From an optimization exercise on the open Yosys and OpenROAD flow, aimed at small area and a short achievable clock period; shortcuts taken in it are not production practice.
No functional check of the RTL was part of any run shown here.
Power figures rest on the tool's default switching activity, not on a simulated workload.

<file path="flow/design.v">
module ec_encode (
    input  wire [255:0] data,
    output reg  [31:0]  check
);
    reg [15:0] rp;
    integer j, k;
    always @* begin
        for (j = 0; j < 16; j = j + 1) begin
            rp[j]         = ^data[16 * j +: 16];
            check[16 + j] = 1'b0;
            for (k = 0; k < 16; k = k + 1)
                check[16 + j] = check[16 + j] ^ data[16 * k + j];
        end
        for (j = 0; j < 16; j = j + 1)
            check[j] = rp[j] ^ rp[(j + 15) % 16];
    end
endmodule
module ec_classify (
    input  wire [31:0] synd,       
    output wire        zero,       
    output wire        cbit,       
    output wire        dbit,       
    output wire        spois,      
    output wire        uerr,       
    output wire [15:0] pair        
);
    wire [15:0] sr = synd[15:0];
    wire [15:0] sc = synd[31:16];
    function [3:1] ge3_16(input [15:0] x);
        reg [3:1] a, t;
        integer g, i, k;
        begin
            a = 3'b000;
            for (g = 0; g < 4; g = g + 1) begin
                t[1] = |x[4 * g +: 4];
                t[2] = (x[4*g] & (x[4*g+1] | x[4*g+2] | x[4*g+3])) | (x[4*g+1] & (x[4*g+2] | x[4*g+3])) |
                       (x[4*g+2] & x[4*g+3]);
                t[3] = (x[4*g] & x[4*g+1] & (x[4*g+2] | x[4*g+3])) | (x[4*g+2] & x[4*g+3] & (x[4*g] | x[4*g+1]));
                a = merge3(a, t);
            end
            ge3_16 = a;
        end
    endfunction
    function [3:1] merge3(input [3:1] a, input [3:1] b);
        begin
            merge3[1] = a[1] | b[1];
            merge3[2] = a[2] | b[2] | (a[1] & b[1]);
            merge3[3] = a[3] | b[3] | (a[2] & b[1]) | (a[1] & b[2]);
        end
    endfunction
    function [5:1] ge5_4(input [3:0] x);
        begin
            ge5_4[1] = |x;
            ge5_4[2] = (x[0] & (x[1] | x[2] | x[3])) | (x[1] & (x[2] | x[3])) | (x[2] & x[3]);
            ge5_4[3] = (x[0] & x[1] & (x[2] | x[3])) | (x[2] & x[3] & (x[0] | x[1]));
            ge5_4[4] = &x;
            ge5_4[5] = 1'b0;
        end
    endfunction
    function [5:1] merge5(input [5:1] a, input [5:1] b);
        integer k, i;
        reg [5:0] ea, eb;
        begin
            ea = {a, 1'b1};
            eb = {b, 1'b1};
            for (k = 1; k <= 5; k = k + 1) begin
                merge5[k] = 1'b0;
                for (i = 0; i <= k; i = i + 1)
                    merge5[k] = merge5[k] | (ea[i] & eb[k - i]);
            end
        end
    endfunction
    wire [3:1] wr = ge3_16(sr);
    wire [3:1] wc = ge3_16(sc);
    wire [15:0] zc = ~sc;
    wire [5:1] z0 = merge5(ge5_4(zc[3:0]),  ge5_4(zc[7:4]));
    wire [5:1] z1 = merge5(ge5_4(zc[11:8]), ge5_4(zc[15:12]));
    wire [5:1] zz = merge5(z0, z1);
    genvar r;
    generate
        for (r = 0; r < 16; r = r + 1) begin : g_pair
            assign pair[r] = sr[r] & sr[(r + 1) % 16];
        end
    endgenerate
    wire sr_one = wr[1] & ~wr[2];
    wire sc_one = wc[1] & ~wc[2];
    wire sr_two = wr[2] & ~wr[3];
    assign zero  = ~wr[1] & ~wc[1];
    assign spois = ~zz[5];
    assign cbit  = (sr_one & ~wc[1]) | (sc_one & ~wr[1]);
    assign dbit  = sc_one & sr_two & (|pair);
    assign uerr  = ~zero & ~spois & ~cbit & ~dbit;
endmodule
module ec_rmw (
    input  wire         clk,
    input  wire         rst_n,
    input  wire         in_valid,
    input  wire [1:0]   in_op,        
    input  wire [31:0]  in_mask,      
    input  wire [255:0] in_wdata,     
    input  wire [31:0]  in_wpoison,   
    input  wire [255:0] in_sdata,     
    input  wire [31:0]  in_scheck,    
    output reg          out_valid,
    output reg  [2:0]   out_class,
    output reg  [31:0]  out_synd,
    output reg  [255:0] out_rdata,
    output reg          out_poison,
    output reg          out_wb,
    output reg  [255:0] out_wdata,
    output reg  [31:0]  out_wcheck,
    output reg          out_ev_ce,
    output reg          out_ev_ue,
    output reg          out_ev_pw
);
    localparam OP_WRITE = 2'd1;
    localparam OP_SCRUB = 2'd2;
    wire [31:0] wmask = (in_op == OP_WRITE) ? in_mask : 32'd0;    
    reg [255:0] mraw;
    integer b;
    always @* begin
        for (b = 0; b < 32; b = b + 1)
            mraw[8 * b +: 8] = wmask[b] ? in_wdata[8 * b +: 8] : in_sdata[8 * b +: 8];
    end
    wire [31:0] scalc, mcalc;
    ec_encode u_senc (.data(in_sdata), .check(scalc));
    ec_encode u_menc (.data(mraw),     .check(mcalc));
    reg         q_valid;
    reg [1:0]   q_op;
    reg [31:0]  q_wmask;
    reg         q_full;
    reg         q_wpm;
    reg [255:0] q_sdata;
    reg [255:0] q_mraw;
    reg [31:0]  q_synd;
    reg [31:0]  q_mcalc;
    always @(posedge clk) begin
        if (!rst_n)
            q_valid <= 1'b0;
        else
            q_valid <= in_valid;
        q_op    <= in_op;
        q_wmask <= wmask;
        q_full  <= &in_mask;
        q_wpm   <= |(in_wpoison & in_mask);
        q_sdata <= in_sdata;
        q_mraw  <= mraw;
        q_synd  <= in_scheck ^ scalc;
        q_mcalc <= mcalc;
    end
    wire        zero, cbit, dbit, spois, uerr;
    wire [15:0] pair;
    ec_classify u_cls (.synd(q_synd), .zero(zero), .cbit(cbit), .dbit(dbit), .spois(spois),
                       .uerr(uerr), .pair(pair));
    wire [15:0] sc   = q_synd[31:16];
    wire        corr = cbit | dbit;
    wire        bad  = ~zero & ~corr;             
    wire        wr   = (q_op == OP_WRITE);
    wire        scrub = (q_op == OP_SCRUB);
    wire [15:0] row_fix  = pair & {16{dbit}};
    reg  [31:0] wrow_fix;
    reg  [255:0] flip, wflip;
    integer r, c;
    always @* begin
        for (r = 0; r < 16; r = r + 1) begin
            wrow_fix[2 * r]     = row_fix[r] & ~q_wmask[2 * r];
            wrow_fix[2 * r + 1] = row_fix[r] & ~q_wmask[2 * r + 1];
        end
        for (r = 0; r < 16; r = r + 1)
            for (c = 0; c < 16; c = c + 1) begin
                flip[16 * r + c]  = row_fix[r] & sc[c];
                wflip[16 * r + c] = wrow_fix[2 * r + c / 8] & sc[c];
            end
    end
    wire wfix = |wflip;
    wire wpo       = q_wpm | (~q_full & bad);
    wire wb_poison = wr ? wpo : (scrub & uerr);
    always @* begin
        out_valid  = q_valid;
        out_class  = {uerr, dbit | spois, cbit | spois};
        out_synd   = q_synd;
        out_rdata  = q_sdata ^ flip;
        out_poison = wr ? wpo : bad;
        out_wb     = wr | (scrub & (corr | uerr));
        out_wdata  = q_mraw ^ wflip;
        out_wcheck = q_mcalc ^ (q_synd & {32{wfix}}) ^ {{16{wb_poison}}, 16'h0000};
        out_ev_ce  = corr & ~(wr & q_full);
        out_ev_ue  = uerr & ~(wr & q_full);
        out_ev_pw  = wb_poison;
    end
endmodule
</file>
<file path="flow/run.sh">
#!/bin/bash
# synth_recipe.tcl (not shown) runs the flow's synth.tcl, then flattens the netlist and writes it again
# the make line also repeats each setting of config.mk as NAME=value (left out here)
make -C /OpenROAD-flow-scripts/flow DESIGN_CONFIG=/design/flow/config.mk WORK_HOME=/design/flow/orfs CLKGATE_MAP_FILE= SYNTH_SCRIPT=/design/flow/synth_recipe.tcl finish
</file>
<file path="flow/config.mk">
export PLATFORM = sky130hd
export DESIGN_NAME = ec_rmw
export DESIGN_NICKNAME = ec_rmw
export VERILOG_FILES = /design/flow/design.v
export SDC_FILE = /design/flow/constraint.sdc
export NUM_CORES = 4
export LEC_CHECK = 0
export CAP_MARGIN = 20
export CORE_AREA = 5 5 425 425
export DIE_AREA = 0 0 430 430
export SLEW_MARGIN = 20
</file>
<file path="flow/constraint.sdc">
create_clock -name core_clock -period 12.0 [get_ports {clk}]
set_input_delay 2.4000 -clock core_clock [delete_from_list [all_inputs] [get_ports {clk}]]
set_output_delay 2.4000 -clock core_clock [all_outputs]
set_load 0.01 [all_outputs]
</file>
==> results of run 1 <==
[final cells by class]
| cell class | instances | area share, % |
|---|---|---|
| clock inverters | 44 | 1.092 |
| flip-flops and latches | 613 | 22.86 |
| diodes | 14 | 0.06517 |
| well taps | 2340 | 5.447 |
| inverters | 307 | 2.144 |
| repair buffers | 1275 | 23.43 |
| multi-input cells | 2843 | 40.63 |
| clock buffers | 110 | 4.334 |
[stage by stage]
step | setup slack [ps] | utilization [%] | instances
after floorplan | 6822 | - | 3899
after global placement | 3815 | 28.86 | 7372
after detailed placement | 4263 | 28.90 | 7377
after CTS | 3409 | 30.56 | 7531
after global routing | 3118 | 30.58 | 7540
final | 3433 | 30.59 | 7546
[power by group]
group / internal, mW / switching (mW) / total (mW)
clock: 1.60 / 1.14 / 2.74
combinational: 1.72 / 3.06 / 4.79
sequential: 2.30 / 0.339 / 2.64
[critical path, stage by stage, from the launching register on]
cell             delay [ps]
dfxtp_2                 310
buf_4                   300
nor4_2                  950
and4_1                  320
a311oi_1                 80
a211oi_2                360
nand4bb_4               320
buf_4                   390
nor2_4                  680
nand2_1                 190
xnor2_1                 800
clkdlybuf4s50_1         700
[worst min-delay path by stage]
stage | slack, ps | cells after the start | startpoint | end
after floorplan | 2430 | 0 | in_op[0] | q_op[0]
after global placement | 2920 | 1 | in_op[0] | q_op[0]
after detailed placement | 2910 | 1 | in_op[0] | q_op[0]
after CTS | 2100 | 1 | in_op[0] | q_op[0]
after global routing | 2150 | 1 | in_op[0] | q_op[0]
final | 2180 | 1 | in_op[0] | q_op[0]
[cells in the final DEF, fill, tap and decap left out, drive strengths merged, types with 22 or more instances in the layout]
master	Yosys	final
xor2	396	396
nor4	23	23
nand3b	26	26
xnor2	1189	1189
dfxtp	613	613
inv	306	310
buf	105	78
nor3	35	35
clkinv	1	22
mux2i	256	256
nor2	321	321
o22ai	24	24
o21ai	27	27
nand2	311	311
nand4	28	28
clkbuf	31	110
a2111oi	24	24
nand3	23	23
clkdlybuf4s50	0	1197
a21oi	31	31
[logic make-up (layout without fill, tap and decap cells)]
group / after synthesis / count (layout) / synth area share, %
compound gates: 184 / 184 / 3.700
xor+xnor: 1585 / 1585 / 38.65
fa+ha+maj: 6 / 6 / 0.1672
buf+inv: 443 / 1736 / 5.393
flops: 613 / 613 / 34.17
mux: 256 / 256 / 7.134
other cells: 0 / 14 / 0
simple gates: 812 / 812 / 10.79
[flip-flops by register name (all words and copies together) (netlist names)]
register	count
q_full	1
q_mcalc	32
q_mraw	256
q_op	2
q_sdata	256
q_synd	32
q_valid	1
q_wmask	32
q_wpm	1
[layer usage]
layer  routed length (um)  vias up
met5                   74        -
met4                 9576       10
met3                20830      371
met2               122000     1881
met1               110700    16670
li1                     -    14750
==> impl_metrics.yaml, run 1 <==
placed_design:
  placed_cell_area_sq_um: 50780
  port_buffers: 1197
  dpl.hpwl_mm: 217.0
  gp_congestion: 0.9511
final_layout:
  design_area_sq_um: 53750
  multi_input_area_sq_um: 21840
  area_delta_synth_final_pct: 49.66
  seq_area_sq_um: 12290
  layout-drive-gt1-share_pct: 5.720
  fin_nets: 5737
  fillCellCount: 18530
sta:
  fmax_ghz: 0.1167
  whs_ps: 2178
  worst_pin_slew_ps: 1172
  grt_setup_unrepaired: "false"
  finalSetupTns_ps: 0
  period_needed_ps: 8567
  setup_violations: 0
  timing.final.crit_share_pct: 71.39
  slew_headroom_pct: 21.61
  drv_slew: 0
  hold_viol: 0
grt:
  antenna_found_initial: 30
  busiest_layer: "met2"
  use_met1_pct: 34.92
  grt_pass1_vias: 34190
  grt_pass1_wl_mm: 336.8
  gr-usage-all-layers_pct: 27.13
  use_met3_pct: 6.312
  grt_max_degree: 33
  gr-total-overflow: 0
  met2_usage_pct: 44.50
floorplanning:
  dieHeight_um: 430
  die_w_um: 430
  rows: 154
  pin_count: 1198
  initial_core_util_pct: 20.44
  core_sq_um: 175700
  die-area_sq_um: 184900
setup_path:
  crit_path_max_fanout: 25
  crit_path_start: "q_synd[29]"
  startpoint_type: "flip-flop"
  arrival_ps: 6170
  worstSetupPathType: "reg -> out"
  cp-endpoint: "out_rdata[107]"
  endpoint_kind: "output pin"
  cp.required_ps: 9600
clock_tree:
  tritoncts: "done"
  cts_buffers: 84
  clk_path_buf_depth: 3
  post_cts_buffers: 0
  cts.reportedPaths.clkPinSlew_ps: 60
  clockRootBuffer: "clkbuf_16"
  holdBufCountCts: 0
  cts_sinks: 613
  h-tree-depth: 3
  cts-resized-gates: 0
route:
  drt_iter0_markers: 3663
  vias: 33680
  vias_per_cell: 4.463
  ant_nets: 0
  finalWirelength_mm: 263.1
  post_drt_wl_per_cell_um: 34.87
  drtPass1Iterations: 7
  drc: 0
yosys:
  ys_seq_area_share_pct: 34.17
  async_reset_ff_share_pct: 0
  synth_most_common_cell: "xnor2_1"
  syn_inst: 3899
  avgSynthCellArea_sq_um: 9.212
  synth_edf_count: 0
  ys.flop_type: "dfxtp_1"
  syn-cell-area_sq_um: 35920
  yosys_warnings: 3
  ys_ff_latch: 613
  synthesis.nets: 4512
  synth.cells.most_frequent: "xnor2_1, dfxtp_1, xor2_1, nor2_1, nand2_1"
  synthDistinctLibCells: 81
  synth_top_area_cell: "dfxtp_1"
  synthTopCellsByArea: "dfxtp_1, xnor2_1, xor2_1, mux2i_1, nor2_1"
  synth_top_area_share_pct: 34.17
power:
  p_leak_nw: 21.61
  cellPowerDensity_nw_per_um2: 189.1
  ir_drop_mv: 0.1090
  power_mw: 10.16
job:
  drv_cap: 0
run_status:
  outcome: "no timing/DRC/antenna violations"
min_path:
  hold_class: "in -> reg"
==> inputs of run 2 (changes only) <==
==> flow/flow/run.sh (new file) <==
#!/bin/bash
# The standard layout (the standard.sh, unchanged synthesis, floorplan, power
# grid, placement, CTS and routing), with the port buffers that global placement
# inserts made as buf_1 cells instead of the resizer's default pick.
# Each ORFS step writes its full log under orfs/logs/; make's own output goes to
# flow_make.log in this folder.
set -euo pipefail
export BUFFER_PORTS_ARGS="-buffer_cell sky130_fd_sc_hd__buf_1"
bash standard.sh finish > flow_make.log 2>&1
==> flow/standard.sh (new file) <==
#!/bin/bash
# synth_recipe.tcl (not shown) runs the flow's synth.tcl, then flattens the netlist and writes it again
# the make line also repeats each setting of config.mk as NAME=value (left out here)
make -C /OpenROAD-flow-scripts/flow DESIGN_CONFIG=/design/flow/config.mk WORK_HOME=/design/flow/orfs CLKGATE_MAP_FILE= SYNTH_SCRIPT=/design/flow/synth_recipe.tcl "${@:-finish}"
--- a/flow/config.mk
+++ b/flow/config.mk
@@ -8,4 +8,6 @@
 export CAP_MARGIN = 20
 export CORE_AREA = 5 5 425 425
+export CTS_BUF_LIST = sky130_fd_sc_hd__clkbuf_4 sky130_fd_sc_hd__clkbuf_8
 export DIE_AREA = 0 0 430 430
+export SETUP_SLACK_MARGIN = 5
 export SLEW_MARGIN = 20
removed: flow/run.sh
==> run 2 against run 1 <==
- still clean
- sequential power barely moved
- combinational power fell by 2%
- power decreased by 2.1%
- highest routed layer is now met4
==> impl_metrics.yaml, run 2 <==
run_status:
  outcome: "no timing/DRC/antenna violations"
route:
  ant_nets: 0
  vias: 34700
  vias_per_cell: 4.470
  drc: 0
  post_drt_wl_per_cell_um: 33.53
  finalWirelength_mm: 260.3
  drt_iter0_markers: 3664
  drtPass1Iterations: 5
setup_path:
  cp.required_ps: 9600
  endpoint_kind: "output pin"
  crit_path_max_fanout: 17
  worstSetupPathType: "reg -> out"
  arrival_ps: 4490
  startpoint_type: "flip-flop"
  crit_path_start: "q_synd[21]"
placed_design:
  placed_cell_area_sq_um: 43350
  port_buffers: 1197
  dp_cells: 7377
  gp_congestion: 0.9902
  dpl.hpwl_mm: 211.2
grt:
  antenna_found_initial: 33
  gr-total-overflow: 0
  grt_pass1_wl_mm: 332.9
  gr-usage-all-layers_pct: 26.86
  grt_pass1_vias: 34990
  grt_max_degree: 33
clock_tree:
  cts_buffers: 132
  cts.reportedPaths.clkPinSlew_ps: 70
  tritoncts: "done"
  cts_sinks: 613
  clockRootBuffer: "clkbuf_8"
  h-tree-depth: 4
  clk_path_buf_depth: 3
final_layout:
  final_cell_count_no_fill: 7763
  fin_nets: 5919
  area_delta_synth_final_pct: 36.23
  top_regs: "q_mraw x256, q_sdata x256"
  utilization_pct: 27.84
  fillCellCount: 19140
  layout-drive-gt1-share_pct: 12.00
  design_area_sq_um: 48930
  layout_commonest_cell: "xnor2_1"
  mostFrequentLayoutCells: "xnor2_1, buf_1, dfxtp_1"
sta:
  hold_viol: 0
  period_needed_ps: 6893
  fmax_ghz: 0.1451
  finalSetupTns_ps: 0
  drv_slew: 0
  setup_violations: 0
  grt_setup_unrepaired: "true"
  worst_pin_slew_ps: 1139
  timing.final.crit_share_pct: 57.44
  slew_headroom_pct: 23.52
power:
  power_mw: 9.947
  combPwrFrac_pct: 47.2
  swShare_pct: 47.05
  ir_drop_mv: 0.1284
  p_leak_nw: 19.76
  internal_power_mw: 5.267
  pwr-share-clk_pct: 26.1
  power_switching_mw: 4.680
  cellPowerDensity_nw_per_um2: 203.3
  seqPwrFrac_pct: 26.7
min_path:
  hold_class: "in -> reg"
  whs_endpoint: "q_op[0]"
  min_from: "in_op[0]"
  holdPathStages: 1
yosys:
  synth_xor_area_share_pct: 38.65
  ys_seq_area_share_pct: 34.17
  synth_compound_area_share_pct: 3.700
  syn-cell-area_sq_um: 35920
  synthesis.nets: 4512
  muxShareOfSynthArea_pct: 7.134
  synthDistinctLibCells: 81
  ys.flop_type: "dfxtp_1"
  synthAdderAreaFrac_pct: 0.1672
  syn_inst: 3899
  synthSimpleGateAreaFrac_pct: 10.79
  synth_most_common_cell: "xnor2_1"
  synth_top_area_share_pct: 34.17
  yosys_warnings: 3
  synth_edf_count: 0
  synth_top_area_cell: "dfxtp_1"
  synth.cells.most_frequent: "xnor2_1, dfxtp_1, xor2_1, nor2_1, nand2_1"
  synth_top_family_by_area: "XOR/XNOR gates"
  async_reset_ff_share_pct: 0
  ys_ff_latch: 613
  synthTopCellsByArea: "dfxtp_1, xnor2_1, xor2_1, mux2i_1, nor2_1"
  avgSynthCellArea_sq_um: 9.212
floorplanning:
  die_w_um: 430
  rows: 154
  die-area_sq_um: 184900
  dieHeight_um: 430
  pin_count: 1198
  initial_core_util_pct: 20.44
  core_sq_um: 175700
job:
  drv_cap: 0
==> run 2: cell counts after synthesis <==
Identical to the previous run, type by type.
==> run 2: repair_timing <==
action | in CTS | in global routing
pin swaps | 42 | 8
setup endpoints to repair | 552 | 315
gates resized for setup | 164 | 59
buffers inserted | 126 | 8
gates cloned | 1 | 0
hold buffers | 0 | 0
==> run 2: power groups by stage <==
stage	logic, mW	clock network, mW	registers (mW)
3_5_place_dp	4.32	0	2.74
5_1_grt	4.90	2.76	2.68
4_1_cts	4.62	2.68	2.65
2_1_floorplan	2.37	0	2.48
3_3_place_gp	4.31	0	2.74
6_report	4.69	2.60	2.66
==> run 2: worst max path at each step <==
stage,depth (start not counted),end
6_report,12,out_wcheck[30]
3_3_place_gp,10,out_wcheck[31]
4_1_cts,10,out_wdata[40]
3_5_place_dp,11,out_wdata[129]
2_1_floorplan,11,out_wcheck[22]
5_1_grt,14,out_wcheck[24]
==> run 2: logic make-up (layout without fill, tap and decap cells) <==
group           after synthesis  after routing
compound gates              184            184
xor+xnor                   1585           1585
fa+ha+maj                     6              6
buf+inv                     443           1951
flops                       613            613
mux                         256            256
other cells                   0             16
simple gates                812            812
==> run 2: metal layers <==
metal	vias up	wire (um)	global-route usage, %	share of wire [%]
met5	-	0	0	0
met4	0	11690	10.61	4.5
met3	461	22180	7.138	8.5
met2	2007	117500	42.65	45
met1	17120	108900	34.63	42
li1	15110	-	-	-
==> run 2: cell type report <==
| class | instances | area, sq um | share of cell area [%] |
|---|---|---|---|
| Sequential cell | 613 | 12330 | 25.20 |
| Inverter | 307 | 1161 | 2.373 |
| Clock inverter | 37 | 342.8 | 0.7006 |
| Timing Repair Buffer | 1409 | 6989 | 14.28 |
| Antenna cell | 16 | 40.04 | 0.08183 |
| Multi-Input combinational cell | 2843 | 22570 | 46.13 |
| Clock buffer | 198 | 2569 | 5.250 |
| Tap cell | 2340 | 2928 | 5.984 |
==> run 2: through the flow <==
stage,hold WS [ps],setup WS [ps]
3_3_place_gp,2564,3634
3_5_place_dp,2557,4440
2_1_floorplan,2428,6822
4_1_cts,1483,4960
5_1_grt,1518,4975
6_report,1637,5107
==> run 2: critical path, cell delays in order, from the launching register on <==
cell        delay [ps]
dfxtp_4            590
buf_6              360
clkinvlp_4         370
o21a_1             270
a41o_1             210
nand4_1            120
nor4_4              60
buf_6              150
buf_12             150
a2111oi_4          550
xnor2_2            230
xnor2_4            290
buf_1              190
==> inputs of run 3 (changes only) <==
--- a/flow/design.v
+++ b/flow/design.v
@@ -116,5 +116,7 @@
     localparam OP_WRITE = 2'd1;
     localparam OP_SCRUB = 2'd2;
-    wire [31:0] wmask = (in_op == OP_WRITE) ? in_mask : 32'd0;    
+    wire        wr    = (in_op == OP_WRITE);
+    wire        scrub = (in_op == OP_SCRUB);
+    wire [31:0] wmask = wr ? in_mask : 32'd0;    
     reg [255:0] mraw;
     integer b;
@@ -126,13 +128,35 @@
     ec_encode u_senc (.data(in_sdata), .check(scalc));
     ec_encode u_menc (.data(mraw),     .check(mcalc));
+    wire [31:0] synd = in_scheck ^ scalc;
+    wire [15:0] sc   = synd[31:16];
+    wire        zero, cbit, dbit, spois, uerr;
+    wire [15:0] pair;
+    ec_classify u_cls (.synd(synd), .zero(zero), .cbit(cbit), .dbit(dbit), .spois(spois),
+                       .uerr(uerr), .pair(pair));
+    wire corr = cbit | dbit;
+    wire bad  = ~zero & ~corr;                   
+    wire full = &in_mask;
+    wire [15:0] row_fix = pair & {16{dbit}};
+    reg  [31:0] wrow_fix;
+    integer r;
+    always @* begin
+        for (r = 0; r < 16; r = r + 1) begin
+            wrow_fix[2 * r]     = row_fix[r] & ~wmask[2 * r];
+            wrow_fix[2 * r + 1] = row_fix[r] & ~wmask[2 * r + 1];
+        end
+    end
+    wire wfix = (|(wrow_fix & 32'h5555_5555) & |sc[7:0]) |
+                (|(wrow_fix & 32'hAAAA_AAAA) & |sc[15:8]);
+    wire wpo       = |(in_wpoison & in_mask) | (~full & bad);
+    wire wb_poison = wr ? wpo : (scrub & uerr);
     reg         q_valid;
-    reg [1:0]   q_op;
-    reg [31:0]  q_wmask;
-    reg         q_full;
-    reg         q_wpm;
     reg [255:0] q_sdata;
-    reg [255:0] q_mraw;
+    reg [255:0] q_mraw_n;    
     reg [31:0]  q_synd;
-    reg [31:0]  q_mcalc;
+    reg [15:0]  q_row_fix;
+    reg [31:0]  q_wrow_fix;
+    reg [2:0]   q_class;
+    reg [31:0]  q_wcheck;
+    reg         q_poison, q_wb, q_ev_ce, q_ev_ue, q_ev_pw;
     always @(posedge clk) begin
         if (!rst_n)
@@ -140,52 +164,38 @@
         else
             q_valid <= in_valid;
-        q_op    <= in_op;
-        q_wmask <= wmask;
-        q_full  <= &in_mask;
-        q_wpm   <= |(in_wpoison & in_mask);
-        q_sdata <= in_sdata;
-        q_mraw  <= mraw;
-        q_synd  <= in_scheck ^ scalc;
-        q_mcalc <= mcalc;
-    end
-    wire        zero, cbit, dbit, spois, uerr;
-    wire [15:0] pair;
-    ec_classify u_cls (.synd(q_synd), .zero(zero), .cbit(cbit), .dbit(dbit), .spois(spois),
-                       .uerr(uerr), .pair(pair));
-    wire [15:0] sc   = q_synd[31:16];
-    wire        corr = cbit | dbit;
-    wire        bad  = ~zero & ~corr;             
-    wire        wr   = (q_op == OP_WRITE);
-    wire        scrub = (q_op == OP_SCRUB);
-    wire [15:0] row_fix  = pair & {16{dbit}};
-    reg  [31:0] wrow_fix;
-    reg  [255:0] flip, wflip;
-    integer r, c;
-    always @* begin
-        for (r = 0; r < 16; r = r + 1) begin
-            wrow_fix[2 * r]     = row_fix[r] & ~q_wmask[2 * r];
-            wrow_fix[2 * r + 1] = row_fix[r] & ~q_wmask[2 * r + 1];
-        end
-        for (r = 0; r < 16; r = r + 1)
+        q_sdata    <= in_sdata;
+        q_mraw_n   <= ~mraw;
+        q_synd     <= synd;
+        q_row_fix  <= row_fix;
+        q_wrow_fix <= wrow_fix;
+        q_class    <= {uerr, dbit | spois, cbit | spois};
+        q_wcheck   <= mcalc ^ (synd & {32{wfix}}) ^ {{16{wb_poison}}, 16'h0000};
+        q_poison   <= wr ? wpo : bad;
+        q_wb       <= wr | (scrub & (corr | uerr));
+        q_ev_ce    <= corr & ~(wr & full);
+        q_ev_ue    <= uerr & ~(wr & full);
+        q_ev_pw    <= wb_poison;
+    end
+    reg [255:0] flip, wflip;
+    integer rr, c;
+    always @* begin
+        for (rr = 0; rr < 16; rr = rr + 1)
             for (c = 0; c < 16; c = c + 1) begin
-                flip[16 * r + c]  = row_fix[r] & sc[c];
-                wflip[16 * r + c] = wrow_fix[2 * r + c / 8] & sc[c];
+                flip[16 * rr + c]  = q_row_fix[rr] & q_synd[16 + c];
+                wflip[16 * rr + c] = q_wrow_fix[2 * rr + c / 8] & q_synd[16 + c];
             end
     end
-    wire wfix = |wflip;
-    wire wpo       = q_wpm | (~q_full & bad);
-    wire wb_poison = wr ? wpo : (scrub & uerr);
     always @* begin
         out_valid  = q_valid;
-        out_class  = {uerr, dbit | spois, cbit | spois};
+        out_class  = q_class;
         out_synd   = q_synd;
         out_rdata  = q_sdata ^ flip;
-        out_poison = wr ? wpo : bad;
-        out_wb     = wr | (scrub & (corr | uerr));
-        out_wdata  = q_mraw ^ wflip;
-        out_wcheck = q_mcalc ^ (q_synd & {32{wfix}}) ^ {{16{wb_poison}}, 16'h0000};
-        out_ev_ce  = corr & ~(wr & q_full);
-        out_ev_ue  = uerr & ~(wr & q_full);
-        out_ev_pw  = wb_poison;
+        out_poison = q_poison;
+        out_wb     = q_wb;
+        out_wdata  = ~q_mraw_n ^ wflip;
+        out_wcheck = q_wcheck;
+        out_ev_ce  = q_ev_ce;
+        out_ev_ue  = q_ev_ue;
+        out_ev_pw  = q_ev_pw;
     end
 endmodule
==> run 3 against run 2 <==
- setup slack lost 52 ps
- cell count shrank 4.7%
- synthesized cell count decreased by 7.1%
- largest power group unchanged
- clock-buffer cell count up 9
- critical endpoint is now q_wcheck[19]
- highest routed layer is now met5
- critical path depth up 2
- worst hold slack better by 51 ps
- first-iteration DRC count fell by 17%
- clock power up 3%
- global-route usage grew 2.0 points
- design area down 6.0%
- via count decreased by 4.6%
==> impl_metrics.yaml, run 3 <==
grt:
  grt_pass1_vias: 33030
  gr-total-overflow: 0
  gr-usage-all-layers_pct: 28.83
  grt_pass1_wl_mm: 349.2
  grt_max_degree: 36
  antenna_found_initial: 68
yosys:
  async_reset_ff_share_pct: 0
  ys.flop_type: "dfxtp_1"
  syn-cell-area_sq_um: 35120
  synth_top_area_share_pct: 36.09
  synth.cells.most_frequent: "xnor2_1, dfxtp_1, nand2_1, xor2_1, mux2i_1"
  synthesis.nets: 4234
  yosys_warnings: 3
  synth_most_common_cell: "xnor2_1"
  synth_edf_count: 0
  syn_inst: 3621
  avgSynthCellArea_sq_um: 9.698
  synthDistinctLibCells: 69
  ys_seq_area_share_pct: 36.09
  synth_top_area_cell: "dfxtp_1"
  synthTopCellsByArea: "dfxtp_1, xnor2_1, xor2_1, mux2i_1, nand2_1"
  ys_ff_latch: 633
final_layout:
  mostFrequentLayoutCells: "buf_1, xnor2_1, dfxtp_1"
  top_regs: "q_mraw_n x256, q_sdata x256"
  layout-drive-gt1-share_pct: 7.962
  fin_nets: 5535
  multi_input_area_sq_um: 21910
  final_cell_count_no_fill: 7395
  area_delta_synth_final_pct: 31.02
  layout_commonest_cell: "buf_1"
  fillCellCount: 19270
  seq_area_sq_um: 12690
placed_design:
  dp_cells: 7122
  dpl.hpwl_mm: 233.2
  gp_congestion: 0.9709
  port_buffers: 1197
  pre_cts_ws_ps: 3025
power:
  cellPowerDensity_nw_per_um2: 226.8
  p_leak_nw: 16.84
  ir_drop_mv: 0.1324
sta:
  setup_violations: 0
  worst_pin_slew_ps: 1207
  slew_headroom_pct: 17.24
  grt_setup_unrepaired: "false"
  timing.final.crit_share_pct: 57.88
  finalSetupTns_ps: 0
  period_needed_ps: 6946
  fmax_ghz: 0.1440
  whs_ps: 1688
  drv_slew: 0
  hold_viol: 0
  worst_slack_ps: 5054
setup_path:
  cp.required_ps: 12720
  crit_path_max_fanout: 25
  startpoint_type: "input pin"
  cp-endpoint: "q_wcheck[19]"
  endpoint_kind: "flip-flop"
  crit_path_start: "in_sdata[170]"
  worstSetupPathType: "in -> reg"
  arrival_ps: 7670
clock_tree:
  cts.reportedPaths.clkPinSlew_ps: 60
  h-tree-depth: 4
  tritoncts: "done"
  clockRootBuffer: "clkbuf_8"
  cts_sinks: 633
  clk_path_buf_depth: 3
  cts_buffers: 134
route:
  ant_nets: 0
  drc: 0
  finalWirelength_mm: 278.6
  vias_per_cell: 4.475
  drt_iter0_markers: 3041
  post_drt_wl_per_cell_um: 37.68
  vias: 33100
  drtPass1Iterations: 5
min_path:
  hold_class: "in -> reg"
floorplanning:
  initial_core_util_pct: 19.98
  core_sq_um: 175700
  pin_count: 1198
  die_w_um: 430
  dieHeight_um: 430
  die-area_sq_um: 184900
  rows: 154
job:
  drv_cap: 0
run_status:
  outcome: "no timing/DRC/antenna violations"
-- run 3: cell count changes after synthesis, moves of 32 or more --
cell / previous run / this run
clkbuf_1: 31 / 122
and2_1: 5 / 38
inv_1: 306 / 28
xnor3_1: 0 / 32
buf_2: 52 / 4
nor2_1: 318 / 52
nand2_1: 310 / 588
-- run 3: logic make-up after synthesis --
kind of cell / after synthesis / share of synthesized area, %
AO/OA/AOI/OAI: 153 / 3.153
XOR/XNOR: 1581 / 41.10
adder cells (fa/ha/maj): 5 / 0.1425
buffers and inverters: 171 / 1.895
flip-flops: 633 / 36.09
multiplexers: 276 / 7.888
AND/OR/NAND/NOR: 802 / 9.734
-- run 3: worst min path at each step --
stage	endpoint	start	cells past startpoint	slack, ps
2_1_floorplan	q_sdata[0]	in_sdata[0]	0	2430
3_3_place_gp	q_valid	in_valid	2	2600
3_5_place_dp	q_valid	in_valid	2	2610
4_1_cts	q_sdata[149]	in_sdata[149]	1	1570
5_1_grt	q_sdata[186]	in_sdata[186]	1	1610
6_report	q_sdata[97]	in_sdata[97]	1	1690
-- run 3: timing repair --
action                     CTS  global route
gates cloned                 0             0
pin swaps                    2             0
setup endpoints to repair   77            10
gates resized for setup     13             2
hold buffers                 0             0
buffers inserted             4             0
-- run 3: metrics by stage --
step           total power, mW  util, %  cell area, sq um
2_1_floorplan            5.421        -             35120
3_3_place_gp             7.767    24.37             42820
3_5_place_dp             7.764    24.39             42870
4_1_cts                  10.48    26.13             45920
5_1_grt                  10.83    26.16             45980
6_report                 10.43    26.18             46010
-- run 3: power breakdown --
group | switching (mW) | internal, mW | total (mW)
Sequential | 0.282 | 2.36 | 2.64
Clock | 1.16 | 1.51 | 2.67
Combinational | 3.46 | 1.66 | 5.13
Total | 4.90 | 5.53 | 10.4
-- run 3: area by class of cell --
| class | instances | share of cell area [%] |
|---|---|---|
| multi-input combinational | 2817 | 47.62 |
| sequential | 633 | 27.59 |
| timing repair buffer | 1307 | 11.61 |
| tap | 2340 | 6.363 |
| clock buffer | 207 | 5.730 |
| clock inverter | 31 | 0.6853 |
| inverter | 29 | 0.2366 |
| antenna | 31 | 0.1686 |
-- run 3: worst max-delay path, stage by stage --
cell and delay (ps):
buf_1 320, xnor2_1 220, xnor2_1 510, xnor2_1 320, xnor2_1 730, xnor2_1 220, mux2i_1 610, o2111ai_1 180
or4_1 550, nor2_1 220, nor4_4 110, nand2_4 340, a31o_2 730, xnor2_1 180
-- run 3: metal layers --
| metal | global-route usage, % | wire length (um) | up-vias |
|---|---|---|---|
| met5 | 0 | 103 | - |
| met3 | 7.263 | 22000 | 377 |
| li1 | - | - | 14270 |
| met1 | 37.71 | 119300 | 16560 |
| met4 | 10.21 | 10820 | 14 |
| met2 | 45.96 | 126400 | 1884 |
==> inputs of run 4 (changes only) <==
--- a/flow/config.mk
+++ b/flow/config.mk
@@ -10,4 +10,4 @@
 export CTS_BUF_LIST = sky130_fd_sc_hd__clkbuf_4 sky130_fd_sc_hd__clkbuf_8
 export DIE_AREA = 0 0 430 430
-export SETUP_SLACK_MARGIN = 5
+export SETUP_SLACK_MARGIN = 3
 export SLEW_MARGIN = 20
==> run 4 against run 3 <==
- critical path depth unchanged
- fmax fell by 13%
- routed wire length is essentially flat
- critical path type unchanged
- synthesized area stayed put
- largest power group unchanged
==> impl_metrics.yaml, run 4 <==
yosys:
  avgSynthCellArea_sq_um: 9.698
  synthSimpleGateAreaFrac_pct: 9.734
  syn_inst: 3621
  synth_top_area_share_pct: 36.09
  ys.flop_type: "dfxtp_1"
  synthTopCellsByArea: "dfxtp_1, xnor2_1, xor2_1, mux2i_1, nand2_1"
  async_reset_ff_share_pct: 0
  yosys_warnings: 3
  synth_edf_count: 0
  syn-cell-area_sq_um: 35120
  synthesis.nets: 4234
  ys_seq_area_share_pct: 36.09
  synth.cells.most_frequent: "xnor2_1, dfxtp_1, nand2_1, xor2_1, mux2i_1"
  synthDistinctLibCells: 69
  ys_ff_latch: 633
  synth_most_common_cell: "xnor2_1"
  synth_compound_area_share_pct: 3.153
  synth_top_family_by_area: "XOR/XNOR gates"
  synth_top_area_cell: "dfxtp_1"
  muxShareOfSynthArea_pct: 7.888
  synthAdderAreaFrac_pct: 0.1425
  synth_xor_area_share_pct: 41.10
sta:
  period_needed_ps: 7986
  fmax_ghz: 0.1252
  worst_pin_slew_ps: 1336
  setup_violations: 0
  timing.final.crit_share_pct: 66.55
  drv_slew: 0
  finalSetupTns_ps: 0
  hold_viol: 0
  slew_headroom_pct: 8.406
  worst_slack_ps: 4014
  grt_setup_unrepaired: "false"
floorplanning:
  rows: 154
  core_sq_um: 175700
  dieHeight_um: 430
  die-area_sq_um: 184900
  die_w_um: 430
  pin_count: 1198
  initial_core_util_pct: 19.98
grt:
  gr-total-overflow: 0
  use_met3_pct: 7.232
  grt_pass1_vias: 32990
  grt_pass1_wl_mm: 349.1
  gr-usage-all-layers_pct: 28.82
  antenna_found_initial: 66
  met2_usage_pct: 46.03
  grt_max_degree: 36
  busiest_layer: "met2"
  use_met1_pct: 37.75
placed_design:
  dpl.hpwl_mm: 233.2
  gp_congestion: 0.9709
  dp_cells: 7122
  port_buffers: 1197
  pre_cts_ws_ps: 3025
setup_path:
  crit_path_frequent_cell: "xnor2_1"
  cp.required_ps: 12830
  arrival_ps: 8820
  cp_slowest_cell: "xnor2_1"
  endpoint_kind: "flip-flop"
  critPathMaxStageDelay_ps: 950
  cp_cell_sequence: "buf_1 > xnor2_1 > xnor2_1 > xnor2_1 > xnor2_1 > nand2b_1 > nand4_1 > o211ai_1 > o21ai_0 > o211ai_1 > nor4_4 > nand2_2 > nor2_1 > and2_1"
  worstSetupPathType: "in -> reg"
  cpLargestDelayFamily: "simple AND/OR/NAND/NOR gates"
  crit_path_max_fanout: 25
  cp_num_buf_inv: 1
  startpoint_type: "input pin"
clock_tree:
  cts-resized-gates: 0
  cts_buffers: 134
  cts_sinks: 633
  post_cts_buffers: 0
  holdBufCountCts: 0
  h-tree-depth: 4
  cts.reportedPaths.clkPinSlew_ps: 60
  clockRootBuffer: "clkbuf_8"
  clk_path_buf_depth: 3
  tritoncts: "done"
power:
  p_leak_nw: 16.75
  cellPowerDensity_nw_per_um2: 226.9
  ir_drop_mv: 0.1316
min_path:
  whs_endpoint: "q_sdata[97]"
  min_from: "in_sdata[97]"
  hold_class: "in -> reg"
  holdPathStages: 1
final_layout:
  area_delta_synth_final_pct: 30.66
  layout_commonest_cell: "buf_1"
  mostFrequentLayoutCells: "buf_1, xnor2_1, dfxtp_1"
  layout-drive-gt1-share_pct: 7.689
  fin_nets: 5531
  top_regs: "q_mraw_n x256, q_sdata x256"
  final_cell_count_no_fill: 7386
job:
  drv_cap: 0
route:
  drt_iter0_markers: 3354
  drc: 0
  post_drt_wl_per_cell_um: 37.76
  ant_nets: 0
  finalWirelength_mm: 278.9
  drtPass1Iterations: 5
  vias: 33130
  vias_per_cell: 4.485
run_status:
  outcome: "no timing/DRC/antenna violations"
-- run 4: metal layers --
metal | routed length (um) | vias up
li1 | - | 14250
met1 | 119500 | 16570
met2 | 126700 | 1900
met3 | 22110 | 397
met4 | 10500 | 12
met5 | 76 | -
-- run 4: worst max path at each step --
stage,start,endpoint,depth (start not counted)
floorplan,in_sdata[49],q_wcheck[22],15
global placement,in_sdata[179],q_wcheck[25],14
CTS,in_sdata[179],q_wcheck[19],14
detailed placement,in_sdata[179],q_wcheck[28],14
global route,in_sdata[179],q_wcheck[19],14
finish,in_sdata[215],q_wrow_fix[30],14
-- run 4: kinds of logic after synthesis --
group / count (synthesis)
xor+xnor: 1581
flops: 633
buf+inv: 171
compound gates: 153
simple gates: 802
mux: 276
fa+ha+maj: 5
-- run 4: through the flow --
stage / area (sq um) / hold slack [ps] / util (%) / power (mW)
6_report: 45880 / 1693 / 26.11 / 10.41
5_1_grt: 45860 / 1608 / 26.10 / 10.81
4_1_cts: 45820 / 1568 / 26.07 / 10.47
3_3_place_gp: 42820 / 2599 / 24.37 / 7.767
3_5_place_dp: 42870 / 2608 / 24.39 / 7.764
2_1_floorplan: 35120 / 2428 / - / 5.421
-- run 4: cell type report --
cell class / instances / area, sq um
fillers: 19280 / 129800
multi-input cells: 2817 / 21830
flip-flops and latches: 633 / 12690
repair buffers: 1303 / 5309
well taps: 2340 / 2928
clock buffers: 207 / 2636
clock inverters: 31 / 315.3
inverters: 29 / 108.9
diodes: 26 / 65.06
-- run 4: where the power goes --
group | internal (mW) | switching, mW | total, mW | leakage (nW)
Sequential | 2.36 | 0.286 | 2.65 | 5.32
Clock | 1.51 | 1.16 | 2.66 | 1.56
Combinational | 1.65 | 3.45 | 5.10 | 9.87
Total | 5.52 | 4.89 | 10.4 | 16.8
==> inputs of run 5 (changes only) <==
==> flow/flow/run.sh (replaced) <==
#!/bin/bash
set -euo pipefail
export BUFFER_PORTS_ARGS="-buffer_cell sky130_fd_sc_hd__buf_1"
export SETUP_SLACK_MARGIN=7
bash standard.sh finish > flow_make.log 2>&1
--- a/flow/config.mk
+++ b/flow/config.mk
@@ -10,4 +10,3 @@
 export CTS_BUF_LIST = sky130_fd_sc_hd__clkbuf_4 sky130_fd_sc_hd__clkbuf_8
 export DIE_AREA = 0 0 430 430
-export SETUP_SLACK_MARGIN = 3
 export SLEW_MARGIN = 20
==> run 5 against run 4 <==
- die area unchanged
- clock-buffer cell count down 19
- combinational power increased by 38%
- largest cell class unchanged
==> impl_metrics.yaml, run 5 <==
min_path:
  hold_class: "in -> reg"
  holdPathStages: 1
  min_from: "in_sdata[183]"
  whs_endpoint: "q_sdata[183]"
sta:
  grt_setup_unrepaired: "true"
  drv_slew: 0
  hold_viol: 0
  fmax_ghz: 0.1796
  slew_headroom_pct: 23.90
  worst_slack_ps: 6433
  setup_violations: 0
  timing.final.crit_share_pct: 46.39
  finalSetupTns_ps: 0
  period_needed_ps: 5567
  worst_pin_slew_ps: 1110
yosys:
  ys_seq_area_share_pct: 36.09
  synth_most_common_cell: "xnor2_1"
  ys_ff_latch: 633
  ys.flop_type: "dfxtp_1"
  yosys_warnings: 3
  async_reset_ff_share_pct: 0
  synth_top_area_share_pct: 36.09
  avgSynthCellArea_sq_um: 9.698
  syn_inst: 3621
  synthesis.nets: 4234
  synthDistinctLibCells: 69
  synthTopCellsByArea: "dfxtp_1, xnor2_1, xor2_1, mux2i_1, nand2_1"
  synth_edf_count: 0
  synth_top_area_cell: "dfxtp_1"
  synth.cells.most_frequent: "xnor2_1, dfxtp_1, nand2_1, xor2_1, mux2i_1"
  syn-cell-area_sq_um: 35120
route:
  drc: 0
  finalWirelength_mm: 287.5
  vias: 34760
  post_drt_wl_per_cell_um: 38.11
  drt_iter0_markers: 3537
  drtPass1Iterations: 5
  ant_nets: 0
  vias_per_cell: 4.606
setup_path:
  cpLargestDelayFamily: "XOR/XNOR gates"
  cp_slowest_cell: "xnor2_2"
  endpoint_kind: "flip-flop"
  cp.required_ps: 12760
  crit_path_frequent_cell: "xnor2_2"
  crit_path_max_fanout: 15
  cp_cell_sequence: "buf_1 > xnor2_1 > xnor2_2 > xnor2_1 > xnor2_1 > buf_4 > xnor2_2 > nor2_1 > nor3_1 > or4_1 > o211ai_1 > nor4_4 > buf_4 > nand4_1 > xnor2_2 > xnor2_2"
  cp_num_buf_inv: 3
  worstSetupPathType: "in -> reg"
  critPathMaxStageDelay_ps: 560
  startpoint_type: "input pin"
  arrival_ps: 6330
floorplanning:
  die-area_sq_um: 184900
  initial_core_util_pct: 19.98
  die_w_um: 430
  dieHeight_um: 430
  pin_count: 1198
  rows: 154
  core_sq_um: 175700
placed_design:
  port_buffers: 1197
  pre_cts_ws_ps: 3316
  dpl.hpwl_mm: 235.0
  gp_congestion: 1.036
power:
  swShare_pct: 46.51
  pwr-share-clk_pct: 22.6
  power_switching_mw: 5.752
  seqPwrFrac_pct: 20.6
  power_mw: 12.37
  p_leak_nw: 19.32
  ir_drop_mv: 0.1967
  internal_power_mw: 6.615
  combPwrFrac_pct: 56.8
  cellPowerDensity_nw_per_um2: 240.6
grt:
  gr-usage-all-layers_pct: 29.76
  gr-total-overflow: 0
  antenna_found_initial: 72
  grt_pass1_vias: 34070
  grt_max_degree: 49
  grt_pass1_wl_mm: 360.4
job:
  drv_cap: 0
clock_tree:
  h-tree-depth: 4
  clockRootBuffer: "clkbuf_8"
  cts_buffers: 131
  clk_path_buf_depth: 3
  cts.reportedPaths.clkPinSlew_ps: 60
  cts_sinks: 633
  holdBufCountCts: 0
  tritoncts: "done"
final_layout:
  layout_commonest_cell: "buf_1"
  area_delta_synth_final_pct: 46.39
  utilization_pct: 29.25
  layout-drive-gt1-share_pct: 20.62
  fin_nets: 5685
  fillCellCount: 18710
  multi_input_area_sq_um: 25040
  top_regs: "q_mraw_n x256, q_sdata x256"
  mostFrequentLayoutCells: "buf_1, xnor2_1, dfxtp_1"
  seq_area_sq_um: 12730
run_status:
  outcome: "no timing/DRC/antenna violations"
run 5: cell counts after synthesis:
No cell type changed its count.
run 5: routing by layer:
| layer | GRT usage, % | share of wire, % |
|---|---|---|
| met5 | 0 | 0.048 |
| met1 | 37.77 | 41 |
| met4 | 13.95 | 5.3 |
| met2 | 45.61 | 44 |
| met3 | 9.690 | 10 |
run 5: repair_timing:
item / in CTS / in global routing
gates resized for setup: 532 / 237
setup buffers: 115 / 38
setup endpoints to repair: 307 / 98
cloned: 8 / 0
pin swaps: 88 / 83
run 5: power groups by stage:
stage	Clock (mW)	Sequential [mW]	Combinational [mW]
floorplan	0	2.55	2.94
global placement	0	2.78	5.15
detailed placement	0	2.78	5.17
CTS	2.83	2.55	6.58
global route	2.92	2.57	7.24
finish	2.80	2.55	7.02
run 5: worst max path at each step:
stage / startpoint / to / cells past startpoint
after detailed placement: in_sdata[236] / q_wcheck[19] / 14
after floorplan: in_sdata[150] / q_wcheck[22] / 15
final: in_sdata[40] / q_wcheck[19] / 16
after global placement: in_sdata[236] / q_wcheck[27] / 14
after CTS: in_sdata[181] / q_wcheck[19] / 17
after global routing: in_sdata[184] / q_wcheck[19] / 18
run 5: cell type report:
class	count	area share, %
Antenna cell	32	0.1558
Clock buffer	188	4.656
Clock inverter	47	1.351
Inverter	29	0.2117
Multi-Input combinational cell	2821	48.70
Sequential cell	633	24.76
Tap cell	2340	5.695
Timing Repair Buffer	1456	14.46
run 5: kinds of logic (layout without fill, tap and decap cells):
| family | Yosys count | in the layout | share of synthesized area, % |
|---|---|---|---|
| XOR/XNOR | 1581 | 1581 | 41.10 |
| AND/OR/NAND/NOR | 802 | 804 | 9.734 |
| flip-flops | 633 | 633 | 36.09 |
| multiplexers | 276 | 276 | 7.888 |
| buffers and inverters | 171 | 1720 | 1.895 |
| AO/OA/AOI/OAI | 153 | 155 | 3.153 |
| adder cells (fa/ha/maj) | 5 | 5 | 0.1425 |
| other | 0 | 32 | 0 |
run 5: through the flow:
step           area, sq um  hold WS (ps)  cells
2_1_floorplan        35330          2428   3621
3_3_place_gp         42970          2597   7115
3_5_place_dp         43030          2601   7118
4_1_cts              49910          1550   7476
5_1_grt              51370          1559   7529
6_report             51410          1625   7546
==> inputs of run 6 (changes only) <==
--- a/flow/design.v
+++ b/flow/design.v
@@ -134,7 +134,6 @@
     ec_classify u_cls (.synd(synd), .zero(zero), .cbit(cbit), .dbit(dbit), .spois(spois),
                        .uerr(uerr), .pair(pair));
-    wire corr = cbit | dbit;
-    wire bad  = ~zero & ~corr;                   
     wire full = &in_mask;
+    wire wpm  = |(in_wpoison & in_mask);
     wire [15:0] row_fix = pair & {16{dbit}};
     reg  [31:0] wrow_fix;
@@ -148,15 +147,14 @@
     wire wfix = (|(wrow_fix & 32'h5555_5555) & |sc[7:0]) |
                 (|(wrow_fix & 32'hAAAA_AAAA) & |sc[15:8]);
-    wire wpo       = |(in_wpoison & in_mask) | (~full & bad);
-    wire wb_poison = wr ? wpo : (scrub & uerr);
     reg         q_valid;
+    reg         q_wr, q_scrub, q_full, q_wpm;
     reg [255:0] q_sdata;
     reg [255:0] q_mraw_n;    
     reg [31:0]  q_synd;
+    reg [31:0]  q_mcalc;
     reg [15:0]  q_row_fix;
     reg [31:0]  q_wrow_fix;
-    reg [2:0]   q_class;
-    reg [31:0]  q_wcheck;
-    reg         q_poison, q_wb, q_ev_ce, q_ev_ue, q_ev_pw;
+    reg         q_wfix;
+    reg         q_zero, q_cbit, q_dbit, q_spois, q_uerr;
     always @(posedge clk) begin
         if (!rst_n)
@@ -164,16 +162,20 @@
         else
             q_valid <= in_valid;
+        q_wr       <= wr;
+        q_scrub    <= scrub;
+        q_full     <= full;
+        q_wpm      <= wpm;
         q_sdata    <= in_sdata;
         q_mraw_n   <= ~mraw;
         q_synd     <= synd;
+        q_mcalc    <= mcalc;
         q_row_fix  <= row_fix;
         q_wrow_fix <= wrow_fix;
-        q_class    <= {uerr, dbit | spois, cbit | spois};
-        q_wcheck   <= mcalc ^ (synd & {32{wfix}}) ^ {{16{wb_poison}}, 16'h0000};
-        q_poison   <= wr ? wpo : bad;
-        q_wb       <= wr | (scrub & (corr | uerr));
-        q_ev_ce    <= corr & ~(wr & full);
-        q_ev_ue    <= uerr & ~(wr & full);
-        q_ev_pw    <= wb_poison;
+        q_wfix     <= wfix;
+        q_zero     <= zero;
+        q_cbit     <= cbit;
+        q_dbit     <= dbit;
+        q_spois    <= spois;
+        q_uerr     <= uerr;
     end
     reg [255:0] flip, wflip;
@@ -186,16 +188,20 @@
             end
     end
+    wire corr      = q_cbit | q_dbit;
+    wire bad       = ~q_zero & ~corr;              
+    wire wpo       = q_wpm | (~q_full & bad);
+    wire wb_poison = q_wr ? wpo : (q_scrub & q_uerr);
     always @* begin
         out_valid  = q_valid;
-        out_class  = q_class;
+        out_class  = {q_uerr, q_dbit | q_spois, q_cbit | q_spois};
         out_synd   = q_synd;
         out_rdata  = q_sdata ^ flip;
-        out_poison = q_poison;
-        out_wb     = q_wb;
+        out_poison = q_wr ? wpo : bad;
+        out_wb     = q_wr | (q_scrub & (corr | q_uerr));
         out_wdata  = ~q_mraw_n ^ wflip;
-        out_wcheck = q_wcheck;
-        out_ev_ce  = q_ev_ce;
-        out_ev_ue  = q_ev_ue;
-        out_ev_pw  = q_ev_pw;
+        out_wcheck = q_mcalc ^ (q_synd & {32{q_wfix}}) ^ {{16{wb_poison}}, 16'h0000};
+        out_ev_ce  = corr & ~(q_wr & q_full);
+        out_ev_ue  = q_uerr & ~(q_wr & q_full);
+        out_ev_pw  = wb_poison;
     end
 endmodule
==> run 6 against run 5 <==
- still clean
- power shrank 13%
- non-clock buffer count shrank 120
- critical path depth is the same
- routed wire length shrank 14%
- global-route usage shrank 4.1 points
- sequential cell count grew 2
- critical path type unchanged
- critical endpoint is now q_wrow_fix[26]
- largest power group unchanged
- highest routed layer unchanged
==> impl_metrics.yaml, run 6 <==
yosys:
  synth_most_common_cell: "xnor2_1"
  syn-cell-area_sq_um: 34710
  ys_ff_latch: 635
  yosys_warnings: 3
  synthTopCellsByArea: "dfxtp_1, xnor2_1, xor2_1, mux2i_1, nand2_1"
  ys.flop_type: "dfxtp_1"
  synthDistinctLibCells: 63
  syn_inst: 3553
  async_reset_ff_share_pct: 0
  avgSynthCellArea_sq_um: 9.770
  ys_seq_area_share_pct: 36.62
  synth_top_area_share_pct: 36.62
  synth.cells.most_frequent: "xnor2_1, dfxtp_1, nand2_1, xor2_1, mux2i_1"
  synthesis.nets: 4166
  synth_top_area_cell: "dfxtp_1"
  synth_edf_count: 0
floorplanning:
  rows: 154
  die_w_um: 430
  initial_core_util_pct: 19.75
  core_sq_um: 175700
  pin_count: 1198
  die-area_sq_um: 184900
  dieHeight_um: 430
grt:
  busiest_layer: "met2"
  use_met1_pct: 32.40
  grt_pass1_wl_mm: 317.5
  grt_max_degree: 64
  antenna_found_initial: 54
  met2_usage_pct: 42.55
  grt_pass1_vias: 32300
  gr-usage-all-layers_pct: 25.67
  use_met3_pct: 6.350
  gr-total-overflow: 0
setup_path:
  arrival_ps: 6130
  cp-endpoint: "q_wrow_fix[26]"
  endpoint_kind: "flip-flop"
  cp.required_ps: 12800
  worstSetupPathType: "in -> reg"
  startpoint_type: "input pin"
  crit_path_max_fanout: 6
  crit_path_start: "in_sdata[176]"
sta:
  hold_viol: 0
  timing.final.crit_share_pct: 44.45
  setup_violations: 0
  grt_setup_unrepaired: "true"
  slew_headroom_pct: 16.26
  worst_pin_slew_ps: 1247
  drv_slew: 0
  period_needed_ps: 5334
  fmax_ghz: 0.1875
  finalSetupTns_ps: 0
placed_design:
  dp_cells: 7001
  dpl.hpwl_mm: 204.8
  gp_congestion: 0.9848
  port_buffers: 1197
power:
  ir_drop_mv: 0.1256
  cellPowerDensity_nw_per_um2: 217.5
  combPwrFrac_pct: 51.3
  internal_power_mw: 5.926
  seqPwrFrac_pct: 23.4
  power_switching_mw: 4.887
  swShare_pct: 45.20
  p_leak_nw: 18.54
  pwr-share-clk_pct: 25.3
route:
  drtPass1Iterations: 5
  drt_iter0_markers: 2977
  vias: 32480
  post_drt_wl_per_cell_um: 33.86
  finalWirelength_mm: 248.6
  vias_per_cell: 4.423
  ant_nets: 0
  drc: 0
clock_tree:
  cts_buffers: 133
  h-tree-depth: 4
  cts_sinks: 635
  tritoncts: "done"
  cts.reportedPaths.clkPinSlew_ps: 60
  clockRootBuffer: "clkbuf_8"
  holdBufCountCts: 0
  clk_path_buf_depth: 3
final_layout:
  fillCellCount: 18800
  final_cell_count_no_fill: 7344
  layout-drive-gt1-share_pct: 20.38
  seq_area_sq_um: 12750
  fin_nets: 5485
  multi_input_area_sq_um: 24420
  mostFrequentLayoutCells: "buf_1, xnor2_1, dfxtp_1"
  top_regs: "q_mraw_n x256, q_sdata x256"
  area_delta_synth_final_pct: 43.19
  layout_commonest_cell: "buf_1"
run_status:
  outcome: "no timing/DRC/antenna violations"
job:
  drv_cap: 0
min_path:
  hold_class: "in -> reg"
[run 6: cell count changes in the layout (fill, tap and decap cells not counted), moves of 15 or more]
cell	previous run	this run
buf_2	86	101
buf_1	1053	1013
inv_1	28	12
and2_1	32	8
clkbuf_2	28	47
a21oi_1	16	45
buf_4	189	109
nor3b_2	1	27
nand4_1	45	16
buf_6	52	25
buf_12	35	19
[run 6: what timing repair did]
| action | CTS | global route |
|---|---|---|
| buffers inserted | 41 | 27 |
| pin swaps | 80 | 86 |
| resized for setup | 549 | 225 |
| cloned | 7 | 1 |
| endpoints found under the setup margin | 214 | 91 |
[run 6: layout make-up]
class | instances | share of cell area, %
repair buffers | 1336 | 12.94
inverters | 13 | 0.09817
clock inverters | 46 | 1.274
well taps | 2340 | 5.890
flip-flops and latches | 635 | 25.66
clock buffers | 192 | 4.876
multi-input cells | 2753 | 49.12
diodes | 29 | 0.1460
[run 6: cells by family after synthesis]
logic type | Yosys count | share of synthesized area (%)
simple gates | 771 | 9.768
mux | 279 | 8.070
buf+inv | 165 | 1.878
compound gates | 121 | 2.246
fa+ha+maj | 6 | 0.1730
flops | 635 | 36.62
xor+xnor | 1576 | 41.25
[run 6: metal layers]
metal	wire, um	part of all wire, %	vias to the layer above
li1	-	-	13980
met3	20540	8.3	418
met1	100800	41	16190
met5	99	0.040	-
met2	116800	47	1875
met4	10420	4.2	14
[run 6: power groups by stage]
stage	Combinational (mW)	Sequential (mW)	Clock, mW
4_1_cts	5.29	2.53	2.81
3_5_place_dp	4.67	2.57	0
5_1_grt	5.80	2.55	2.90
3_3_place_gp	4.66	2.57	0
2_1_floorplan	2.55	2.52	0
6_report	5.55	2.53	2.73
[run 6: worst min-delay path by stage]
stage                 startpoint  cells past startpoint  slack, ps          end
floorplan            in_sdata[0]                      0       2430   q_sdata[0]
global placement        in_valid                      2       2600      q_valid
detailed placement      in_valid                      2       2600      q_valid
CTS                 in_sdata[72]                      1       1490  q_sdata[72]
global route        in_sdata[72]                      1       1510  q_sdata[72]
finish              in_sdata[72]                      1       1630  q_sdata[72]
[run 6: metrics by stage]
step                      total power, mW  hold WS (ps)  instance area (sq um)  util (%)  worst slack [ps]
final                               10.81          1626                  49710     28.29              6666
after global routing                11.25          1509                  49680     28.27              6735
after CTS                           10.63          1489                  48450     27.57              6822
after detailed placement            7.240          2597                  42240     24.04              4443
after global placement              7.229          2598                  42230     24.03              4360
after floorplan                     5.072          2428                  34880         -              6638
[run 6: worst max-delay path, stage by stage]
cell and delay [ps]:
buf_1 230, xor2_1 270, xnor2_1 150, xnor2_2 520
xnor2_4 190, or4_4 510, or2_4 260, mux2i_1 140
mux2i_1 110, nor4_2 310, o2111a_2 300, nand4_4 110
buf_12 170, buf_12 130, buf_16 140, nor3b_2 170
==> inputs of run 7 (changes only) <==
==> flow/flow/run.sh (replaced) <==
#!/bin/bash
set -euo pipefail
export BUFFER_PORTS_ARGS="-buffer_cell sky130_fd_sc_hd__buf_1"
export SETUP_SLACK_MARGIN=8
bash standard.sh finish > flow_make.log 2>&1
--- a/flow/config.mk
+++ b/flow/config.mk
@@ -9,4 +9,6 @@
 export CORE_AREA = 5 5 425 425
 export CTS_BUF_LIST = sky130_fd_sc_hd__clkbuf_4 sky130_fd_sc_hd__clkbuf_8
+export CTS_CLUSTER_DIAMETER = 50
+export CTS_CLUSTER_SIZE = 12
 export DIE_AREA = 0 0 430 430
 export SLEW_MARGIN = 20
==> run 7 against run 6 <==
- synthesized area unchanged
- sequential share of layout area decreased by 7.1 points
- first-iteration DRC count increased by 3.0%
- die area unchanged
- core utilization increased by 11 points
- power increased by 31%
- global-route usage increased by 2.6 points
- synthesized cell count unchanged
- worst hold slack got worse by 0.54 ps
- via count increased by 10%
- critical path depth increased by 1
- design area increased by 40%
- largest cell class unchanged
==> impl_metrics.yaml, run 7 <==
run_status:
  outcome: "no timing/DRC/antenna violations"
floorplanning:
  pin_count: 1198
  core_sq_um: 175700
  die_w_um: 430
  dieHeight_um: 430
  die-area_sq_um: 184900
  initial_core_util_pct: 19.75
  rows: 154
power:
  power_switching_mw: 6.441
  ir_drop_mv: 0.1456
  p_leak_nw: 29.66
  power_mw: 14.18
  pwr-share-clk_pct: 18.5
  cellPowerDensity_nw_per_um2: 203.6
  internal_power_mw: 7.742
  combPwrFrac_pct: 63.1
  seqPwrFrac_pct: 18.5
  swShare_pct: 45.41
min_path:
  holdPathStages: 1
  hold_class: "in -> reg"
  whs_endpoint: "q_sdata[73]"
  min_from: "in_sdata[73]"
route:
  drtPass1Iterations: 5
  post_drt_wl_per_cell_um: 36.22
  finalWirelength_mm: 283.1
  vias_per_cell: 4.589
  drc: 0
  vias: 35860
  drt_iter0_markers: 3066
  ant_nets: 0
sta:
  slew_headroom_pct: 27.98
  worst_slack_ps: 6798
  whs_ps: 1625
  worst_pin_slew_ps: 1080
  hold_viol: 0
  timing.final.crit_share_pct: 43.35
  finalSetupTns_ps: 0
  setup_violations: 0
  drv_slew: 0
  grt_setup_unrepaired: "true"
  fmax_ghz: 0.1922
  period_needed_ps: 5202
yosys:
  muxShareOfSynthArea_pct: 8.070
  synth_edf_count: 0
  ys_ff_latch: 635
  async_reset_ff_share_pct: 0
  synthAdderAreaFrac_pct: 0.1730
  synth_top_area_share_pct: 36.62
  syn_inst: 3553
  synthSimpleGateAreaFrac_pct: 9.768
  synthesis.nets: 4166
  synthTopCellsByArea: "dfxtp_1, xnor2_1, xor2_1, mux2i_1, nand2_1"
  synth_compound_area_share_pct: 2.245
  synth_top_family_by_area: "XOR/XNOR gates"
  synth_most_common_cell: "xnor2_1"
  synth_top_area_cell: "dfxtp_1"
  avgSynthCellArea_sq_um: 9.770
  synth.cells.most_frequent: "xnor2_1, dfxtp_1, nand2_1, xor2_1, mux2i_1"
  yosys_warnings: 3
  synth_xor_area_share_pct: 41.25
  synthDistinctLibCells: 63
  ys.flop_type: "dfxtp_1"
  ys_seq_area_share_pct: 36.62
  syn-cell-area_sq_um: 34710
placed_design:
  placed_cell_area_sq_um: 44400
  dp_cells: 7007
  gp_congestion: 0.9790
  pre_cts_ws_ps: 3828
  dpl.hpwl_mm: 204.7
  port_buffers: 1197
final_layout:
  final_cell_count_no_fill: 7815
  utilization_pct: 39.64
  mostFrequentLayoutCells: "xnor2_1, dfxtp_1, buf_2"
  layout-drive-gt1-share_pct: 60.12
  multi_input_area_sq_um: 35600
  fin_nets: 5965
  area_delta_synth_final_pct: 100.7
  layout_commonest_cell: "xnor2_1"
  design_area_sq_um: 69660
  fillCellCount: 16590
  seq_area_sq_um: 12960
  top_regs: "q_mraw_n x256, q_sdata x256"
grt:
  grt_pass1_wl_mm: 347.8
  gr-usage-all-layers_pct: 28.31
  grt_max_degree: 18
  grt_pass1_vias: 35370
  antenna_found_initial: 52
  gr-total-overflow: 0
clock_tree:
  cts_buffers: 111
  cts_sinks: 635
  cts.reportedPaths.clkPinSlew_ps: 70
  clk_path_buf_depth: 3
  tritoncts: "done"
  clockRootBuffer: "clkbuf_8"
  h-tree-depth: 3
  holdBufCountCts: 0
job:
  drv_cap: 0
setup_path:
  arrival_ps: 5990
  startpoint_type: "input pin"
  crit_path_max_fanout: 7
  worstSetupPathType: "in -> reg"
  endpoint_kind: "flip-flop"
  cp.required_ps: 12790
-- run 7: power by group through the flow --
| stage | Combinational (mW) | Clock (mW) | Sequential, mW |
|---|---|---|---|
| floorplan | 2.65 | 0 | 2.52 |
| global placement | 4.76 | 0 | 2.66 |
| detailed placement | 4.77 | 0 | 2.66 |
| CTS | 7.87 | 2.66 | 2.59 |
| global route | 9.20 | 2.75 | 2.64 |
| finish | 8.95 | 2.62 | 2.62 |
-- run 7: layer usage --
| metal | GRT usage (%) | up-vias | part of all wire, % |
|---|---|---|---|
| met3 | 7.826 | 589 | 9.2 |
| met4 | 10.64 | 8 | 5.0 |
| met5 | 0 | - | 0.018 |
| met2 | 46.72 | 2114 | 47 |
| met1 | 35.15 | 18130 | 39 |
| li1 | - | 15020 | - |
-- run 7: logic make-up (layout without fill, tap and decap cells) --
logic type,Yosys count,after routing
multiplexers,279,279
XOR/XNOR,1576,1576
buffers and inverters,165,2051
adder cells (fa/ha/maj),6,6
AO/OA/AOI/OAI,121,121
flip-flops,635,635
AND/OR/NAND/NOR,771,781
other,0,26
-- run 7: worst max-delay path by stage --
stage                       start        endpoint  slack, ps
detailed placement  in_sdata[112]          q_uerr       3830
global placement    in_sdata[120]          q_uerr       3900
finish              in_sdata[124]  q_wrow_fix[27]       6800
global route        in_sdata[217]  q_wrow_fix[28]       6680
CTS                  in_sdata[16]  q_wrow_fix[28]       6940
floorplan            in_sdata[27]   q_wrow_fix[0]       6640
-- run 7: critical path: stages --
cell     delay, ps
buf_2          180
xor2_1         190
xnor2_1        280
xnor2_2        150
buf_4          170
buf_4          130
xnor3_2        350
maj3_1         380
mux2i_1        170
a22oi_1        100
mux2i_2        350
and3_1         230
o22a_1         170
nand4_4        170
buf_12         200
buf_16         160
nor3b_2        170
-- run 7: timing repair --
item	4_1_cts	5_1_grt
cloned	57	17
setup buffers	320	178
setup endpoints to repair	693	651
pin swaps	441	523
gates resized for setup	2572	1058
-- run 7: layout make-up --
cell class                      instances  share of cell area, %
Sequential cell                       635                  18.60
Antenna cell                           26                0.09340
Tap cell                             2340                  4.203
Multi-Input combinational cell       2763                  51.10
Clock buffer                          128                  2.466
Timing Repair Buffer                 1828                  21.91
Inverter                               13                0.07005
Clock inverter                         82                  1.550

-- static timing again, ports no longer ideal --
No port has a modelled driver above. Below, the same layouts with a new extraction and two added sets of constraints. Step 1, drivers: a clkbuf_16 drives clk and a buf_2 each remaining input, both assumed. Step 2 also shifts input and output timing later by t, the mid clock arrival at the registers, as if the neighbouring blocks saw the same clock. Slacks: no drivers / after step 1 / after step 2; pairs: no drivers / after step 1.
run | t, ns | setup slack, ns | hold slack, ns | worst setup path at the end
run 1 | 0.789 | 3.433 / 3.360 / 4.149 | 2.178 / 2.179 / 2.968 | register to output
run 2 | 0.956 | 5.107 / 5.035 / 5.230 | 1.637 / 1.643 / 2.599 | input to register
run 3 | 0.973 | 5.054 / 5.105 / 4.132 | 1.688 / 1.638 / 2.611 | input to register
run 4 | 0.971 | 4.014 / 4.062 / 3.091 | 1.693 / 1.639 / 2.610 | input to register
run 5 | 0.976 | 6.433 / 6.460 / 5.484 | 1.625 / 1.619 / 2.595 | input to register
run 6 | 0.961 | 6.666 / 6.704 / 5.743 | 1.626 / 1.615 / 2.576 | input to register
run 7 | 0.980 | 6.798 / 6.855 / 5.875 | 1.625 / 1.575 / 2.555 | input to register
After both steps setup and hold are still met in every run listed. For run 5, which loses most, drivers alone change the setup slack by +0.027 ns; drivers and shift together by -0.949 ns.
